Source: an optimization exercise on an open RTL-to-GDS flow (aim: small area). Production flows keep margins and buffers that such runs may drop.
Where RTL was checked, it was by simulation tests only, not by an equivalence proof against the original.
Power is estimated from default activity; no workload was simulated.

// ce_alu
module ce_alu (
    input  wire        clk,
    input  wire        rst,         
    input  wire        in_valid,
    output wire        in_ready,
    input  wire [7:0]  op,
    input  wire [1:0]  sz,          
    input  wire [31:0] a,           
    input  wire [31:0] b,           
    input  wire [31:0] c,           
    input  wire [4:0]  flags_in,    
    output reg         out_valid,
    output wire [31:0] result,
    output reg  [4:0]  flags_out,
    output reg         wr_d,
    output reg  [1:0]  exc          
);
Size in the first run: roughly 870 cells after synthesis, roughly 160 I/O pins.
Settings: LEC_CHECK=0, CAP_MARGIN=5, CORE_MARGIN=2, CORE_UTILIZATION=35, GPL_TIMING_DRIVEN=0, SLEW_MARGIN=5; clock period 10.0 ns.
standard.sh (not shown) runs the stock make flow with config.mk's settings and CLKGATE_MAP_FILE= SYNTH_SCRIPT=/design/flow/synth_recipe.tcl, a recipe that flattens the netlist after the stock synthesis.
==> flow/flow/run.sh <==
#!/bin/bash
# Layout flow: the standard ORFS layout (standard.sh's make targets and
# settings), with two changes that only affect cell area:
#  1. synthesis maps the logic with an area-oriented ABC script
#     (flow/abc_area.script) instead of ORFS's delay-oriented one; everything
#     else in synthesis (front end, flop mapping, flattening, renaming) is
#     ORFS's and the standard flow's synthesis unchanged, so the registers keep the
#     standard synthesis's names and cell types;
#  2. the port buffers that placement inserts on every input and output are
#     sky130_fd_sc_hd__buf_1 instead of the resizer's default pick;
#  3. clock tree synthesis builds the tree from sky130_fd_sc_hd__clkbuf_8
#     and adds no dummy loads.
# Each tool's output goes to a log file of its own in this folder.
set -euo pipefail
W=$(pwd)
ABC_SCRIPT=${ABC_SCRIPT_FILE:-$W/flow/abc_area.script}
PORT_BUF=${PORT_BUF_CELL:-sky130_fd_sc_hd__buf_1}

# ORFS's synth.tcl with only the ABC script replaced
sed "s#^source \$::env(SCRIPTS_DIR)/synth_preamble.tcl\$#source \$::env(SCRIPTS_DIR)/synth_preamble.tcl\nset abc_args [lreplace \$abc_args 1 1 $ABC_SCRIPT]#" \
    "$FLOW_HOME/scripts/synth.tcl" > "$W/synth_area_core.tcl"
grep -q "lreplace" "$W/synth_area_core.tcl"
# The standard flow's synthesis wrapper, sourcing the copy above
sed "s#\$::env(SCRIPTS_DIR)/synth.tcl#$W/synth_area_core.tcl#" synth_recipe.tcl > "$W/synth_area.tcl"
grep -q "synth_area_core" "$W/synth_area.tcl"
# The standard flow's config plus the port buffer choice
cp config.mk "$W/config_area.mk"
echo "export BUFFER_PORTS_ARGS = -buffer_cell $PORT_BUF" >> "$W/config_area.mk"
echo "export CTS_ARGS = -sink_clustering_enable -repair_clock_nets -buf_list ${CTS_BUF:-sky130_fd_sc_hd__clkbuf_8} -dont_use_dummy_load" >> "$W/config_area.mk"
# standard.sh with that synthesis script and config
sed -e "s#SYNTH_SCRIPT=[^ ]*#SYNTH_SCRIPT=$W/synth_area.tcl#" \
    -e "s#DESIGN_CONFIG=[^ ]*#DESIGN_CONFIG=$W/config_area.mk#" standard.sh > "$W/standard_area.sh"
grep -q "config_area.mk" "$W/standard_area.sh"

bash "$W/standard_area.sh" synth > "$W/synth.log" 2>&1
bash "$W/standard_area.sh" > "$W/layout.log" 2>&1
test -f out/final.def
==> flow/flow/abc_area.script <==
strash
&get -n
&fraig -x
&put
scorr
dc2
dretime
strash
dch -f
dc2
dch -f
&get -n
&dch -f
&nf
&put
topo
stime -c
upsize -c
dnsize -c
Change:
--- a/flow/design.v
+++ b/flow/design.v
@@ -17,17 +17,17 @@
 );
     localparam FC = 0, FV = 1, FZ = 2, FN = 3, FT = 4;
     localparam [4:0] S_IDLE  = 5'd0,  S_ARITH = 5'd1,  S_UNUS2 = 5'd2,
                      S_LOOP  = 5'd3,  S_SHIFT = 5'd4,  S_ROTB  = 5'd5,
                      S_FFSZ  = 5'd6,  S_FFSC  = 5'd7,  S_BSW   = 5'd8,
                      S_CRC   = 5'd9,  S_MULT  = 5'd10, S_CORR1 = 5'd11,
                      S_CORR2 = 5'd12, S_DIVZ  = 5'd13, S_DSTEP = 5'd14,
                      S_DCORR = 5'd15, S_FLAGS = 5'd16, S_WLDR = 5'd17,
-                     S_WLDN  = 5'd18, S_RDQ   = 5'd19;
+                     S_WLDN  = 5'd18, S_RDQ   = 5'd19, S_ARITH2 = 5'd20;
     reg [4:0]  state;
     reg [31:0] R;           
     reg [31:0] W;           
     reg [4:0]  cnt;
     reg        seen;        
     assign result = R;
     wire s8  = (sz == 2'd0);
     wire s16 = (sz == 2'd1);
@@ -95,19 +95,23 @@
     reg        rins_en, rins;    
     reg        top_en, top_v;    
     reg        crc_en;
     reg        wq;               
     wire [31:0] Rsh = {R[30:0], d};
     wire [31:0] X;
     assign X[31:16] = (xhi == 2'd1) ? R[31:16] : (xhi == 2'd2) ? Rsh[31:16] : 16'd0;
     assign X[15:0]  = (xlo == 2'd1) ? R[15:0]  : (xlo == 2'd2) ? Rsh[15:0]  : 16'd0;
-    wire [31:0] ysrc  = ({32{ysa}} & a) | ({32{ysb}} & b) | ({32{ysc}} & c);
-    wire [31:0] ylane = {{16{l2 | ynomask}}, {8{l1 | ynomask}}, 8'hFF};
-    wire [31:0] Y     = (ylane & (ysrc ^ {32{yinv}})) | (~ylane & {32{yfv}});
+    wire        la1 = l1 | ynomask, la2 = l2 | ynomask;
+    wire [31:0] lsa = {{16{ysa & la2}}, {8{ysa & la1}}, {8{ysa}}};
+    wire [31:0] lsb = {{16{ysb & la2}}, {8{ysb & la1}}, {8{ysb}}};
+    wire [31:0] lsc = {{16{ysc & la2}}, {8{ysc & la1}}, {8{ysc}}};
+    wire [31:0] ysrc  = (lsa & a) | (lsb & b) | (lsc & c);
+    wire [31:0] Yr    = ysrc ^ {32{yinv}};
+    wire [31:0] Y     = {Yr[31:17], la2 ? Yr[16] : yfv, Yr[15:9], la1 ? Yr[8] : yfv, Yr[7:0]};
     reg  [32:0] sum;
     reg  [31:0] pg_p, pg_g, pp, gg;
     integer bi, bj;
     always @* begin
         pg_p = X ^ Y;
         pg_g = X & Y;
         pp = pg_p;
         gg = pg_g;
@@ -139,17 +143,17 @@
             if (s16) Bv[15] = rins;
             if (s32) Bv[31] = rins;
         end
         if (top_en) Bv[31] = top_v;
         if (crc_en) Bv = Bv ^ (poly & {32{crc_fb}});
     end
     wire dv_sub  = ~seen;
     wire bneg_s  = div_sgn & b_neg;
-    wire rs_new  = R[31] ^ dv_sub ^ c32;    
+    wire rs_new  = s8 ? S[8] : s16 ? S[16] : (R[31] ^ dv_sub ^ c32);
     reg [4:0] nstate;
     reg       cnt_clr;
     reg [4:0] F_n;
     reg       last;              
     reg       exc_set1;
     reg       seen_n;
     wire lg_r = R[0], lg_w = W[31];
     reg  loop_f;
@@ -201,17 +205,17 @@
                     nstate = S_FLAGS;
                 end else if (is_add | is_sub) begin
                     ysa = 1'b1; nstate = S_ARITH;
                 end else if (is_neg) begin
                     rsel = 2'd0; nstate = S_ARITH;
                 end else if (is_logic | is_crc | is_mulh) begin
                     ysb = 1'b1; nstate = S_WLDR;
                 end else if (is_not) begin
-                    ysa = 1'b1; yinv = 1'b1; yfv = 1'b0; nstate = S_FLAGS;
+                    ysa = 1'b1; yinv = 1'b1; nstate = S_ARITH2;
                 end else if (is_tst) begin
                     ysa = 1'b1; nstate = S_FLAGS;
                 end else if (is_shift) begin
                     ysa = 1'b1; nstate = S_SHIFT;
                 end else if (is_btst) begin
                     ysa = 1'b1; nstate = S_ROTB;
                 end else if (is_bsf) begin
                     ysc = 1'b1; nstate = S_ROTB;
@@ -230,16 +234,20 @@
                 yinv = ~is_add; yfv = ~is_add;
                 ycin = is_neg | (is_sub & ~is_subc) | (is_subc & ~flags_in[FC]) |
                        (is_addc & flags_in[FC]);
                 F_n[FC] = c_n;
                 F_n[FV] = v_n;
                 cnt_clr = 1'b1;
                 nstate = S_LOOP;           
             end
+            S_ARITH2: begin
+                cnt_clr = 1'b1;
+                nstate = S_LOOP;
+            end
             S_WLDR: begin
                 wq = R[0];
                 if (cnt == 5'd31) begin
                     cnt_clr = 1'b1;
                     if (is_mulh) begin
                         rsel = 2'd0; nstate = S_MULT;
                     end else if (is_ffs) begin
                         rsel = 2'd0; nstate = S_FFSC;
Outcome:
- The new run went through all stages and came out clean
- via count barely changes
- sequential share of layout area grows by 0.54 points
- global-route usage came out lower by 0.14 points
- combinational power fell by 31%
- register-to-register slack improved by 0.47 ns
- routed wire length came out higher by 0.46%
- sequential cell count does not change
- worst hold slack degrades by 0.0038 ns
- final area goes down by 2.5%
- fmax barely changes
- clock power increases by about 3%
Function not checked in the second run of this note: the RTL went through the layout flow alone.

Setup of ember:
ce_alu, a different RTL version from the one above (not shown whole).
Size: about 820 cells after synthesis, roughly 84 flip-flops, ~160 I/O pins, about 6800 um^2 of cells after synthesis.
Settings: LEC_CHECK=0, CAP_MARGIN=5, CORE_MARGIN=2, CORE_UTILIZATION=35, GPL_TIMING_DRIVEN=0, SLEW_MARGIN=5; clock period 10.0 ns.
Scripts as last shown in full above: flow/flow/run.sh, flow/flow/abc_area.script
What willow does differently from ember at the input level:
-- flow/design.v --
<<< ember, line 19
    localparam [4:0] S_IDLE  = 5'd0,  S_ARITH = 5'd1,  
                     S_LOOP  = 5'd3,  S_SHIFT = 5'd4,  S_ROTB  = 5'd5,
                     S_FFSZ  = 5'd6,  S_FFSC  = 5'd7,  S_BSW   = 5'd8,
                     S_CRC   = 5'd9,  S_MULT  = 5'd10, S_CORR1 = 5'd11,
                     S_CORR2 = 5'd12, S_DIVZ  = 5'd13, S_DSTEP = 5'd14,
                     S_DCORR = 5'd15, S_FLAGS = 5'd16, S_WLDR = 5'd17,
                     S_WLDN  = 5'd18, S_RDQ   = 5'd19, S_ARITH2 = 5'd20,
                     S_LDB   = 5'd2;
    reg [4:0]  state;
    reg [31:0] R;           
>>> willow, line 19
    localparam [4:0] S_IDLE  = 5'd0,  S_ARITH = 5'd1,  
                     S_LOOP  = 5'd3,  S_SHIFT = 5'd4,  S_ROTB  = 5'd5,
                     S_FFSC  = 5'd7,  S_BSW   = 5'd8,
                     S_CRC   = 5'd9,  S_MULT  = 5'd10, S_CORR1 = 5'd11,
                     S_CORR2 = 5'd12, S_DIVZ  = 5'd13, S_DSTEP = 5'd14,
                     S_DCORR = 5'd15, S_FLAGS = 5'd16, S_WLDR = 5'd17,
                     S_WLDN  = 5'd18, S_RDQ   = 5'd19,
                     S_LDB   = 5'd2,  S_SUB   = 5'd6,  S_NEG   = 5'd20;
    reg [4:0]  state;
    reg [31:0] R;           
<<< ember, line 206
                    nstate = S_FLAGS;
                else if (is_add | is_sub | is_neg)
                    nstate = S_ARITH;
                else if (is_not)
                    nstate = S_ARITH2;
                else if (is_shift | is_btst)
                    nstate = is_shift ? S_SHIFT : S_ROTB;
                else if (is_ffs)
                    nstate = S_FFSZ;
                else if (is_bsw)
                    nstate = s8 ? S_FLAGS : S_BSW;
>>> willow, line 206
                    nstate = S_FLAGS;
                else if (is_add | is_sub | is_neg)
                    nstate = is_add ? S_ARITH : is_sub ? S_SUB : S_NEG;
                else if (is_not)
                    nstate = S_LOOP;     
                else if (is_shift | is_btst)
                    nstate = is_shift ? S_SHIFT : S_ROTB;
                else if (is_ffs)
                    nstate = S_WLDR;
                else if (is_bsw)
                    nstate = s8 ? S_FLAGS : S_BSW;
<<< ember, line 225
                         is_mul ? S_WLDN : S_DIVZ;
            end
            S_ARITH: begin
                if (is_neg) begin
                    xhi = 2'd0; xlo = 2'd0; ysa = 1'b1;
                end else begin
                    ysb = 1'b1;
                end
                yinv = ~is_add; yfv = ~is_add;
                ycin = is_neg | (is_sub & ~is_subc) | (is_subc & ~flags_in[FC]) |
                       (is_addc & flags_in[FC]);
                F_n[FC] = c_n;
                F_n[FV] = v_n;
                cnt_clr = 1'b1;
                nstate = S_LOOP;           
            end
            S_ARITH2: begin
                cnt_clr = 1'b1;
                nstate = S_LOOP;
            end
            S_WLDR: begin
>>> willow, line 225
                         is_mul ? S_WLDN : S_DIVZ;
            end
            S_ARITH, S_SUB, S_NEG: begin
                if (state == S_NEG) begin
                    xhi = 2'd0; xlo = 2'd0; ysa = 1'b1;
                end else begin
                    ysb = 1'b1;
                end
                yinv = (state != S_ARITH); yfv = yinv;
                ycin = (state == S_NEG) ? 1'b1 :
                       (state == S_SUB) ? ~(op[0] & flags_in[FC]) :
                                          (op[0] & flags_in[FC]);
                F_n[FC] = c_n;
                F_n[FV] = v_n;
                cnt_clr = 1'b1;
                nstate = S_LOOP;           
            end
            S_WLDR: begin
<<< ember, line 298
                if (lastn) nstate = S_FLAGS;
            end
            S_FFSZ: begin
                F_n[FZ] = zR;
                cnt_clr = 1'b1;
                nstate = S_WLDR;
            end
            S_FFSC: begin
                if (W[31] | (R[5:0] == {s32, s16, s8, 3'b000}))
                    nstate = S_FLAGS;
                else
>>> willow, line 295
                if (lastn) nstate = S_FLAGS;
            end
            S_FFSC: begin
                F_n[FZ] = (R[5:0] == {s32, s16, s8, 3'b000});
                if (W[31] | F_n[FZ])
                    nstate = S_FLAGS;
                else
[summary]
- willow ended with more final cell count without fillers than ember.
- Changes observed in willow relative to ember: clock power share up 1.4 points, count of cells along the worst register-to-register path up about 9%, leakage power total up 0.038 nW, global routing usage summed across all routing layers flat, sequential share of layout area flat.
- Total power consumption of the routed design: willow vs ember down about 6%
- [compare] base=ember new=willow: compound-gate portion of the synthesized area has decreased; number of placed cells counting well taps has increased.
- Diff ember -> willow: highest cell delay on the worst timing path went up 0.02 ns; routed wire length went down 0.83%; buffers inserted during post-CTS setup optimization went up 2; number of instances in the synthesized netlist went up 5; final instance area went up 0.30%.

re-timing with driven ports:
In the flow no input, the clock included, has a driving cell. The finished layouts below were timed again as built, in two steps. Step 1 assumes that a clkbuf_16 drives the clock port and a buf_2 every other input. Step 2 adds t to the input delays and takes it off the output delays; t is the mean of the earliest and latest rising clock arrival at the registers after step 1. Input paths then give back, and output paths get back, about the clock's delay inside the block. Three values: ideal, step 1, step 2; two values: the first two.
run | shift t [ns] | slack for setup (ns) | worst data-port slew with drivers (ns)
the first run of note 1 | 0.402 | 0.437 / 0.455 / 0.053 | 0.05
the second run of note 1 | 0.410 | 0.441 / 0.455 / 0.045 | 0.04
ember | 0.398 | 0.877 / 0.889 / 0.490 | 0.04
willow | 0.406 | 0.674 / 0.688 / 0.282 | 0.05
After both steps setup and hold are still met in every run listed. The setup slack of the second run of note 1, which loses most, moves by +0.014 ns with the drivers and by -0.396 ns with both steps.
